Background: an optimization exercise with open tools, aiming at small area, a short achievable clock period and few clock cycles per item. Do not read the settings as production practice. Only simulation tests tie the RTL to the original design; equivalence was not proved.

## run A
// ime_ks
module ime_ks (
  input  wire         clk,
  input  wire         rst,          
  input  wire         key_we,
  input  wire [2:0]   key_idx,
  input  wire [31:0]  key_wdata,
  input  wire         req_valid,
  output wire         req_ready,
  input  wire [15:0]  req_epoch,
  input  wire [2:0]   req_port,
  input  wire [28:0]  req_line,
  output wire         ks_valid,
  input  wire         ks_ready,
  output wire [1:0]   ks_blk,
  output wire [127:0] ks_data
);
Size in the first run: roughly 26000 cells after synthesis, ~270000 um2 of cells after synthesis.
Settings: LEC_CHECK=0, ABC_CLOCK_PERIOD_IN_PS=3400, CAP_MARGIN=20, CORE_MARGIN=2, CORE_UTILIZATION=55, SETUP_SLACK_MARGIN=4.6, SLEW_MARGIN=60; clock period 8.0 ns.
standard.sh (not shown) runs the stock make flow with config.mk's settings and CLKGATE_MAP_FILE= SYNTH_SCRIPT=/design/flow/synth_recipe.tcl, a recipe that flattens the netlist after the stock synthesis.
==> flow/flow/run.sh <==
#!/bin/bash
# Own flow: the standard layout (standard.sh) with two changes:
#  - synthesis runs flow/my_synth.tcl: the standard synthesis script with
#    Yosys's default ABC mapping script in place of ORFS's speed script
#    (same flip-flops and register names);
#  - the detailed router gets more antenna repair iterations.
set -euo pipefail
W=$(pwd)
sed -e "s#SYNTH_SCRIPT=[^ ]*#SYNTH_SCRIPT=$W/flow/my_synth.tcl MAX_REPAIR_ANTENNAS_ITER_DRT=15#" standard.sh > own.sh
grep -q "SYNTH_SCRIPT=$W/flow/my_synth.tcl" own.sh
bash own.sh > layout.log 2>&1
==> flow/flow/my_synth.tcl <==
# The standard synthesis (synth_recipe.tcl, which runs ORFS's synth.tcl), with
# one change: the technology mapping uses Yosys's default ABC script (area
# oriented, with the clock period as delay target) instead of ORFS's speed
# script. Everything else, flip-flop mapping and register names included, is
# the standard synthesis.
proc abc {args} {
  set out {}
  set skip 0
  foreach a $args {
    if {$skip} { set skip 0; continue }
    if {$a eq "-script"} { set skip 1; continue }
    lappend out $a
  }
  yosys abc {*}$out
}
source [file join [file dirname [file normalize [info script]]] .. synth_recipe.tcl]
Testbench counts of run A, summed over its fixed seeds: cycles 3,232, items 384.
diff inputs: run A => run B
--- a/flow/design.v
+++ b/flow/design.v
@@ -183,24 +183,23 @@
   localparam U  = 7;            
   localparam QN = 5;            
   localparam QA = 3;            
   localparam TW = QA + 4;       
   genvar g, u;
   integer i;
   reg [255:0] key;
-  reg  [7:0]  kw_en;               
+  reg         kw_we;
+  reg  [2:0]  kw_idx;
   reg  [31:0] kw_data;
-  wire        kw_we = |kw_en;
-  integer     kwi;
   always @(posedge clk) begin
-    kw_en   <= key_we ? (8'h80 >> key_idx) : 8'h00;
+    kw_we   <= key_we;
+    kw_idx  <= key_idx;
     kw_data <= key_wdata;
-    for (kwi = 0; kwi < 8; kwi = kwi + 1)
-      if (kw_en[7-kwi])
-        key[255 - 32*kwi -: 32] <= kw_data;
+    if (kw_we)
+      key[255 - 32*kw_idx -: 32] <= kw_data;
   end
   function [7:0] xtime(input [7:0] b);
     xtime = {b[6:0], 1'b0} ^ (b[7] ? 8'h1b : 8'h00);
   endfunction
   function [31:0] mixcol(input [31:0] c);
     reg [7:0] a0, a1, a2, a3;
     begin
@@ -218,21 +217,21 @@
     integer k;
     begin
       for (k = 0; k < 16; k = k + 1)
         shiftrows[127 - 8*k -: 8] = s[127 - 8*(((k/4 + k%4) % 4)*4 + k%4) -: 8];
     end
   endfunction
   function [127:0] kstep(input [127:0] old, input [31:0] t);
-    reg [31:0] p0, p1, p2, p3;
+    reg [31:0] w0, w1, w2, w3;
     begin
-      p0 = old[127:96];
-      p1 = p0 ^ old[95:64];
-      p2 = p1 ^ old[63:32];
-      p3 = p2 ^ old[31:0];
-      kstep = {p0 ^ t, p1 ^ t, p2 ^ t, p3 ^ t};
+      w0 = old[127:96] ^ t;
+      w1 = old[95:64]  ^ w0;
+      w2 = old[63:32]  ^ w1;
+      w3 = old[31:0]   ^ w2;
+      kstep = {w0, w1, w2, w3};
     end
   endfunction
   function [QA:0] pinc(input [QA:0] p);
     pinc = (p == 2*QN - 1) ? {(QA+1){1'b0}} : p + 1'b1;
   endfunction
   function [QA-1:0] pidx(input [QA:0] p);
     pidx = (p >= QN) ? p - QN : p;
Notes after the runs:
Compared with run A, run B shows a synthesis-to-layout area growth that is 0.66 points higher. The multi-input combinational cell count of run B is higher than that of run A. Run A → run B: post-synthesis cell area went up by 2900 um2, finished layout cell area went up by 5200 um2.
Testbench counts of run B, summed over its fixed seeds: cycles 3,232, items 384.

[static timing again, ports no longer ideal]
The flow's constraints put no driver on any port. The routed layouts listed below were extracted and timed again, unchanged, in two steps. Step 1: set_driving_cell puts a clkbuf_16 on clk and a buf_2 on each other input, an assumption about the parent block. Step 2 moves the port delays by t, midway between the first and last clock arrival at a register: inputs arrive t later, outputs are due t later. That takes back most of the time a late clock gives input paths. a / b / c = no drivers / after step 1 / after step 2; a / b = the first two.
| run | t (ns) | setup slack, ns | worst slew at a driven data input, ns |
|---|---|---|---|
| run A | 1.190 | 4.315 / 4.177 / 3.760 | 0.12 |
| run B | 1.175 | 4.352 / 4.225 / 3.768 | 0.10 |
After both steps setup and hold are still met in every run listed. For run B, which loses most, drivers alone change the setup slack by -0.127 ns; drivers and shift together by -0.584 ns.
